This is an optimization exercise on Yosys and OpenROAD, whose aim is small area, a short achievable clock period and few clock cycles, not a production implementation.
Function was checked by simulation only, so behaviour that the tests miss may differ from the original.

run E:
Design cvu_channel, start of the top module:
module cvu_channel (
    input             clk,
    input             rst,
    input             reg_we,
    input      [2:0]  reg_addr,
    input      [31:0] reg_wdata,
    input             scrub,
    input             fail_clr,
    input             job_start,
    input             job_verify,
    input      [63:0] job_rx,
    output            job_ready,
    input             in_valid,
    input      [63:0] in_data,
    input      [3:0]  in_nbytes,
    input             in_last,
    output            in_ready,
    output            res_valid,
    output     [63:0] res_value,
    output            res_fail,
    output reg [63:0] last_res,
    output reg [63:0] last_rx,
    output reg [31:0] fail_count,
    output reg [47:0] bytes_total
);
    localparam [6:0]  STD_WIDTH  = 7'd32;
    localparam [63:0] STD_POLY   = 64'h0000_0000_04C1_1DB7;
    localparam [63:0] STD_INIT   = 64'h0000_0000_FFFF_FFFF;
    localparam [63:0] STD_XOROUT = 64'h0000_0000_FFFF_FFFF;
    wire rs = rst || scrub;
    function [63:0] width_mask(input [6:0] w);
        integer i;
        begin
            for (i = 0; i < 64; i = i + 1)
                width_mask[i] = (i < w);
        end
    endfunction
    function [63:0] rev64(input [63:0] r);
        integer i;
        begin
            for (i = 0; i < 64; i = i + 1)
                rev64[i] = r[63 - i];
        end
    endfunction
    function [63:0] rev_bytes_bits(input [63:0] d);
        integer i, b;
        begin
            for (b = 0; b < 8; b = b + 1)
                for (i = 0; i < 8; i = i + 1)
                    rev_bytes_bits[8*b + i] = d[8*b + 7 - i];
        end
    endfunction
    reg        w_v;              
    reg [2:0]  w_a;
    reg [31:0] w_d;
    reg        rs_p;             
    always @(posedge clk) begin
        w_a  <= reg_addr;
        w_d  <= reg_wdata;
        w_v  <= reg_we && !rs;
        rs_p <= rs;
    end
    reg [6:0]  p_width;
    reg        p_refin, p_refout;
  ...
Size: ~14000 cells after synthesis.
clock: 55.0 ns
lec_check: 0
abc_area: 0
cap_margin: 30
core_margin: 2
core_utilization: 30
place_density: 0.4
slew_margin: 30
standard.sh (not shown) runs the stock make flow with config.mk's settings and CLKGATE_MAP_FILE= SYNTH_SCRIPT=/design/flow/synth_recipe.tcl, a recipe that flattens the netlist after the stock synthesis.
==> flow/flow/run.sh <==
#!/bin/bash
# The standard layout (the standard.sh: standard synthesis, floorplan,
# placement, CTS, routing, finish), with two changes to how it optimises:
# - buffer_ports puts buf_2 cells on every input and output port instead of
#   the cell the resizer picks by default (a 4-stage delay buffer, which adds
#   about 0.5-0.8 ns to every path from an input or to an output);
# - the flow's timing repair (repair_timing after floorplan, CTS and global
#   routing) works towards a setup slack of 42.4 ns at the design's 55 ns
#   clock, i.e. paths of at most 12.6 ns, instead of stopping at 0 ns.
# The SDC, clock period and all constraints are the design's, unchanged.
set -euo pipefail
export BUFFER_PORTS_ARGS="-buffer_cell sky130_fd_sc_hd__buf_2"
export SETUP_SLACK_MARGIN=42.4
bash standard.sh finish > standard.log 2>&1
Run E | stages: all done | timing, DRC, antenna: all pass
Testbench counts of run E, summed over its fixed seeds: cycles 50,159.
Relative to run E, the following input files were edited for run D:
- an added CTS_CLUSTER_DIAMETER of 100
- an added CTS_CLUSTER_SIZE of 20
--- a/flow/flow/run.sh
+++ b/flow/flow/run.sh
@@ -8,2 +8,2 @@
-#   routing) works towards a setup slack of 42.4 ns at the design's 55 ns
-#   clock, i.e. paths of at most 12.6 ns, instead of stopping at 0 ns.
+#   routing) works towards a setup slack of 43.1 ns at the design's 55 ns
+#   clock, i.e. paths of at most 11.9 ns, instead of stopping at 0 ns.
@@ -13 +13 @@
-export SETUP_SLACK_MARGIN=42.4
+export SETUP_SLACK_MARGIN=43.1
## What came out
Delta (run D minus run E): count of inserted antenna diode cells went up, required time of the critical path fell 11790 ps, number of failing setup endpoints in the final timing report did not really move, aggregate global-route resource usage fell by 0.48 points.
Run E reports its timing endpoint of the critical path as inc_i while run D reports bytes_total[14].
Run D vs. run E: register-to-register slack went up by 610 ps.
Of run E and run D, run E shows the lower worst hold slack, with run D above it.
Taking run E as 1.0, run D lands at 0.52 on number of CTS-inserted buffers.


## v21
cvu_channel again, from the RTL that the note above started with.
clock: 55.0 ns
lec_check: 0
abc_area: 0
cap_margin: 30
core_margin: 2
core_utilization: 35
cts_cluster_diameter: 100
cts_cluster_size: 20
place_density: 0.5
slew_margin: 30
==> flow/flow/run.sh <==
#!/bin/bash
# The standard layout (the standard.sh: standard synthesis, floorplan,
# placement, CTS, routing, finish), with two changes to how it optimises:
# - buffer_ports puts buf_2 cells on every input and output port instead of
#   the cell the resizer picks by default (a 4-stage delay buffer, which adds
#   about 0.5-0.8 ns to every path from an input or to an output);
# - the flow's timing repair (repair_timing after floorplan, CTS and global
#   routing) works towards a setup slack of 42.8 ns at the design's 55 ns
#   clock, i.e. paths of at most 12.2 ns, instead of stopping at 0 ns.
# The SDC, clock period and all constraints are the design's, unchanged.
set -euo pipefail
export BUFFER_PORTS_ARGS="-buffer_cell sky130_fd_sc_hd__buf_2"
export SETUP_SLACK_MARGIN=42.8
bash standard.sh finish > standard.log 2>&1
Testbench counts of v21, summed over its fixed seeds: cycles 50,159.
Relative to v21, the following input files were edited for v23:
Settings: CORE_UTILIZATION changed from 35 to 30; PLACE_DENSITY changed from 0.5 to 0.4.
==> comparison <==
In the flow results for v23 and v21, the detailed-route wire length per cell is smaller on v21. Of the two values seen for beginning of the critical path, r_shift[0]$_DFFE_PP_ was produced by v21 and fail_count[11]$_SDFFCE_PN0P_ by v23. Diff v23 and v21: antenna diode count higher in v23. Between v21 and v23, the flow reports initial DRC count decreasing by more than 10%. Re placed cell count: v23 and v21 aren't equal, and the lower value belongs to v21. Between v23 and v21, the detailed-route wire length is lower for v21. Comparing v23 and v21, share of post-route cells with drive strength above 1 is lower on v21. v23: done, clean on timing, DRC and antenna. Compared v23 vs v21, and length of the first detailed-routing pass in iterations is down in v23. Cmp v23 vs v21: cell area higher in v23.
Setup changes, v23 to v56
Settings: SLEW_MARGIN changed from 30 to 20; CAP_MARGIN changed from 30 to 20; CTS_CLUSTER_SIZE removed (was 20); PLACE_DENSITY changed from 0.4 to 0.38; CTS_CLUSTER_DIAMETER removed (was 100).
==> flow/flow/run.sh <==
#!/bin/bash
# The standard layout (the standard.sh: standard synthesis, floorplan,
# placement, CTS, routing, finish), with one change: the buffers that
# buffer_ports puts on every input and output port are buf_2 cells instead of
# the cell the resizer picks by default (a 4-stage delay buffer, which adds
# about 0.5-0.8 ns to every path from an input or to an output).
set -euo pipefail
export BUFFER_PORTS_ARGS="-buffer_cell sky130_fd_sc_hd__buf_2"
bash standard.sh finish > standard.log 2>&1
v56 ended with every stage complete and zero timing, DRC or antenna violations. The final layout from v23, which completed every stage, passed the timing, design-rule and antenna checks at the end of the flow. v56 vs. v23: worst path arrival time went up by 12870 ps. Per the comparison of v56 with v23, met3 track utilization from global routing -0.40 points; maximum operating frequency -8.7%. v56 vs v23 on layout cell share with drive strength beyond 1: v56 is the lower one. From v23 to v56 the numbers moved as follows: cell count stayed essentially flat, met2 usage increased 4.8 points. On v56: area used by multi-input combinational logic is 580 µm² lower than what v23 gave. Re area growth from synthesis to final layout: v56 is 0.17 points down on v23. v23 and v56 ended up with nearly the same cell area after layout.

re-timing with driven ports:
In the flow no input, the clock included, has a driving cell. The finished layouts below were timed again as built, in two steps.
Step 1, drivers: a clkbuf_16 drives clk and a buf_2 each remaining input, both assumed.
Step 2 adds t to the input delays and takes it off the output delays; t is the mean of the earliest and latest rising clock arrival at the registers after step 1. Input paths then give back, and output paths get back, about the clock's delay inside the block.
Slacks: ideal ports / drivers / drivers and shift; pairs: ideal ports / drivers.
run | t (ns) | setup WS [ns] | worst hold slack (ns) | latest minus earliest clock arrival (ns) | cell pins on the clock port's net
run E | 0.974 | 42.288 / 42.288 / 41.532 | 0.385 / 0.385 / 0.385 | 0.133 / 0.133 | 1
run D | 0.843 | 42.622 / 42.523 / 42.367 | 0.443 / 0.443 / 0.443 | 0.055 / 0.055 | 1
v21 | 0.855 | 42.518 / 42.474 / 42.172 | 0.445 / 0.445 / 0.445 | 0.079 / 0.079 | 1
v23 | 0.855 | 42.602 / 42.495 / 42.142 | 0.423 / 0.423 / 0.423 | 0.058 / 0.059 | 1
v56 | 0.920 | 41.428 / 41.428 / 41.428 | 0.438 / 0.438 / 0.438 | 0.084 / 0.084 | 1
After both steps setup and hold are still met in every run listed. The setup slack of run E, which loses most, moves by 0.000 ns with the drivers and by -0.756 ns with both steps.
